This is an optimization exercise on Yosys and OpenROAD, whose aim is small area, a short achievable clock period and few clock cycles per item, not a production implementation. The RTL was checked by simulation tests, not by an equivalence proof against the original design. Power and IR drop assume default switching activity.

==> flow/design.v (excerpt) <==
module vfix_unit #(
    parameter LANES = 4
) (
    input  wire                  clk,
    input  wire                  rst,
    input  wire                  in_valid,
    output wire                  in_ready,
    input  wire [2:0]            in_func,
    input  wire                  in_type,
    input  wire [1:0]            in_rnd,
    input  wire                  in_zero,
    input  wire [LANES-1:0]      in_pred,
    input  wire [16*LANES-1:0]   in_a,
    input  wire [16*LANES-1:0]   in_b,
    input  wire [16*LANES-1:0]   in_c,
    input  wire [16*LANES-1:0]   in_d,
    output reg                   out_valid,
    output reg  [16*LANES-1:0]   out_d,
    output reg                   out_sat
);
clock: 25.0 ns
lec_check: 0
abc_area: 1
cap_margin: 0
core_margin: 2
core_utilization: 65
cts_cluster_diameter: 80
cts_cluster_size: 25
slew_margin: 0
synth_hierarchical: 1
standard.sh (not shown) runs the stock make flow with config.mk's settings and CLKGATE_MAP_FILE= SYNTH_SCRIPT=/design/flow/synth_recipe.tcl, a recipe that flattens the netlist after the stock synthesis.
==> flow/flow/run.sh <==
#!/bin/bash
# Synthesis: the standard synthesis script (synth_recipe.tcl), except that
# ABC maps the lane modules with a delay target (flow/abc_lane.script), so
# that it recovers area there instead of mapping for the least delay; the
# top module gets its own (flow/abc_top.script). Then the standard layout
# steps, with buf_2 cells as the port buffers; the layout's timing repair
# aims at a setup slack of MARGIN ns (the clock period and constraints are
# unchanged) on the worst endpoints, and may resize cells across
# footprints.
set -euo pipefail
MARGIN=19
W=$PWD
cat > $W/own_synth.tcl <<EOC
proc abc {args} {
  set i [lsearch \$args -script]
  set lane_args \$args
  lset lane_args [expr {\$i + 1}] $W/flow/abc_lane.script
  yosys abc {*}\$lane_args vfix_lane vfix_fa vfix_xor2 vfix_xnor2
  set top_args \$args
  lset top_args [expr {\$i + 1}] $W/flow/abc_top.script
  yosys abc {*}\$top_args vfix_unit
}
source $W/synth_recipe.tcl
EOC
bash standard.sh SYNTH_SCRIPT=$W/own_synth.tcl synth > synth.log 2>&1
bash standard.sh SYNTH_SCRIPT=$W/own_synth.tcl "BUFFER_PORTS_ARGS=-buffer_cell sky130_fd_sc_hd__buf_2" \
    SETUP_SLACK_MARGIN=$MARGIN TNS_END_PERCENT=5 MATCH_CELL_FOOTPRINT=0 SKIP_LAST_GASP=1 finish > layout.log 2>&1
==> flow/flow/abc_lane.script <==
strash
dch
map -B 0.9 -D 2500
topo
stime -c
buffer -c
upsize -c -D 2500
dnsize -c -D 2500
==> flow/flow/abc_top.script <==
strash
dch
map -B 0.9 -D 1500
topo
stime -c
buffer -c
upsize -c -D 1500
dnsize -c -D 1500
Testbench counts at the start, summed over its fixed seeds: cycles 16,024, items 16,000.
==> next run, changes <==
==> flow/flow/run.sh (replaced) <==
#!/bin/bash
# Standard synthesis and layout, with buf_2 cells as the port buffers; the
# layout's timing repair aims at a setup slack of MARGIN ns (the clock
# period and constraints are unchanged) on the worst endpoints, and may
# resize cells across footprints.
set -euo pipefail
MARGIN=19
bash standard.sh synth > synth.log 2>&1
bash standard.sh "BUFFER_PORTS_ARGS=-buffer_cell sky130_fd_sc_hd__buf_2" \
    SETUP_SLACK_MARGIN=$MARGIN TNS_END_PERCENT=5 MATCH_CELL_FOOTPRINT=0 finish > layout.log 2>&1
removed: flow/flow/abc_lane.script
removed: flow/flow/abc_top.script
After rerunning: Hold slack stays flat; die area is higher by 8.1%; wire length is higher by 4.0%.
==> next run, changes <==
==> flow/flow/run.sh (replaced) <==
#!/bin/bash
# Synthesis: the standard synthesis script (synth_recipe.tcl), except that
# ABC maps the lane modules with a delay target (flow/abc_lane.script), so
# that it recovers area there instead of mapping for the least delay; the
# top module gets its own (flow/abc_top.script). Then the standard layout
# steps, with buf_2 cells as the port buffers; the layout's timing repair
# aims at a setup slack of MARGIN ns (the clock period and constraints are
# unchanged) on the worst endpoints, and may resize cells across
# footprints.
set -euo pipefail
MARGIN=19
W=$PWD
cat > $W/own_synth.tcl <<EOC
proc abc {args} {
  set i [lsearch \$args -script]
  set lane_args \$args
  lset lane_args [expr {\$i + 1}] $W/flow/abc_lane.script
  yosys abc {*}\$lane_args vfix_lane vfix_fa vfix_xor2 vfix_xnor2
  set top_args \$args
  lset top_args [expr {\$i + 1}] $W/flow/abc_top.script
  yosys abc {*}\$top_args vfix_unit
}
source $W/synth_recipe.tcl
EOC
bash standard.sh SYNTH_SCRIPT=$W/own_synth.tcl synth > synth.log 2>&1
bash standard.sh SYNTH_SCRIPT=$W/own_synth.tcl "BUFFER_PORTS_ARGS=-buffer_cell sky130_fd_sc_hd__buf_2" \
    SETUP_SLACK_MARGIN=$MARGIN TNS_END_PERCENT=5 MATCH_CELL_FOOTPRINT=0 SKIP_GATE_CLONING=1 finish > layout.log 2>&1
==> flow/flow/abc_lane.script (new file) <==
strash
dch
map -B 0.9 -D 2500
topo
stime -c
buffer -c
upsize -c -D 2500
dnsize -c -D 2500
==> flow/flow/abc_top.script (new file) <==
strash
dch
map -B 0.9 -D 1500
topo
stime -c
buffer -c
upsize -c -D 1500
dnsize -c -D 1500
What happened: Maximum frequency is about the same. Utilization came out higher by 1.1 points. Worst hold slack degrades by 0.0056 ns.
==> next run, changes <==
--- a/flow/flow/run.sh
+++ b/flow/flow/run.sh
@@ -10,3 +10,3 @@
 set -euo pipefail
-MARGIN=19
+MARGIN=18.85
 W=$PWD
@@ -26,2 +26,2 @@
 bash standard.sh SYNTH_SCRIPT=$W/own_synth.tcl "BUFFER_PORTS_ARGS=-buffer_cell sky130_fd_sc_hd__buf_2" \
-    SETUP_SLACK_MARGIN=$MARGIN TNS_END_PERCENT=5 MATCH_CELL_FOOTPRINT=0 SKIP_GATE_CLONING=1 finish > layout.log 2>&1
+    SETUP_SLACK_MARGIN=$MARGIN TNS_END_PERCENT=5 MATCH_CELL_FOOTPRINT=0 finish > layout.log 2>&1
After rerunning: Via count falls by 0.97%; combinational power hardly moves; design area falls by 0.84%; die area is unchanged; maximum frequency fell by 4.2%; utilization came out lower by 0.61 points.
==> next run, changes <==
--- a/flow/flow/run.sh
+++ b/flow/flow/run.sh
@@ -10,3 +10,3 @@
 set -euo pipefail
-MARGIN=18.85
+MARGIN=19
 W=$PWD
==> flow/flow/abc_lane.script (replaced) <==
strash
dch
map -B 0.9 -D 3000
topo
stime -c
buffer -c
upsize -c -D 3000
dnsize -c -D 3000
==> flow/flow/abc_top.script (replaced) <==
strash
dch
map -B 0.9 -D 1000
topo
stime -c
buffer -c
upsize -c -D 1000
dnsize -c -D 1000
- The new run completed without violations
- cell area came out higher by 1.9%
- combinational power grows by about 3%
- area after synthesis increases by 1.1%
- core utilization rises by 0.21 points
- worst setup slack gains 0.23 ns
- sequential share of layout area decreases by 0.23 points
- via count grows by 0.34%
- power went up by 3.3%
- routed wire length rises by 0.37%
- clock power rises by 9.2%
- clock skew is higher by 0.020 ns
==> next run, changes <==
==> flow/flow/abc_lane.script (replaced) <==
strash
dch
map -B 0.9 -D 2500
topo
stime -c
buffer -c
upsize -c -D 2500
dnsize -c -D 2500
==> flow/flow/abc_top.script (replaced) <==
strash
dch
map -B 0.9 -D 1500
topo
stime -c
buffer -c
upsize -c -D 1500
dnsize -c -D 1500
Settings changed: CTS_CLUSTER_DIAMETER 80 to 60, CTS_CLUSTER_SIZE 25 to 30.
The new run completed with no timing, DRC or antenna violations; sequential power drops by about 0.6%; clock power climbs by 8.0%; synthesized cell count hardly moves; wire length climbs by 0.45%.

static timing again, ports no longer ideal:
Ports are ideal in the flow. The routed layouts listed here were re-timed in OpenROAD. Step 1 assumes that a clkbuf_16 drives the clock port and a buf_2 every other input. Step 2 also shifts input and output timing later by t, the mid clock arrival at the registers, as if the neighbouring blocks saw the same clock. Slacks: ideal / step 1 / step 2; pairs: ideal / step 1.
run | t (ns) | setup slack, ns | worst hold slack (ns)
the first run | 0.661 | 18.886 / 18.817 / 18.193 | 0.343 / 0.343 / 0.343
the second run | 0.669 | 18.891 / 18.824 / 18.253 | 0.340 / 0.340 / 0.340
the third run | 0.667 | 18.890 / 18.818 / 18.187 | 0.334 / 0.334 / 0.334
the fourth run | 0.682 | 18.621 / 18.621 / 17.939 | 0.338 / 0.338 / 0.338
the fifth run | 0.701 | 18.853 / 18.780 / 18.190 | 0.291 / 0.291 / 0.291
the sixth run | 0.649 | 18.891 / 18.819 / 18.288 | 0.331 / 0.331 / 0.331
After both steps setup and hold are still met in every run listed. The setup slack of the third run, which loses most, moves by -0.072 ns with the drivers and by -0.703 ns with both steps.
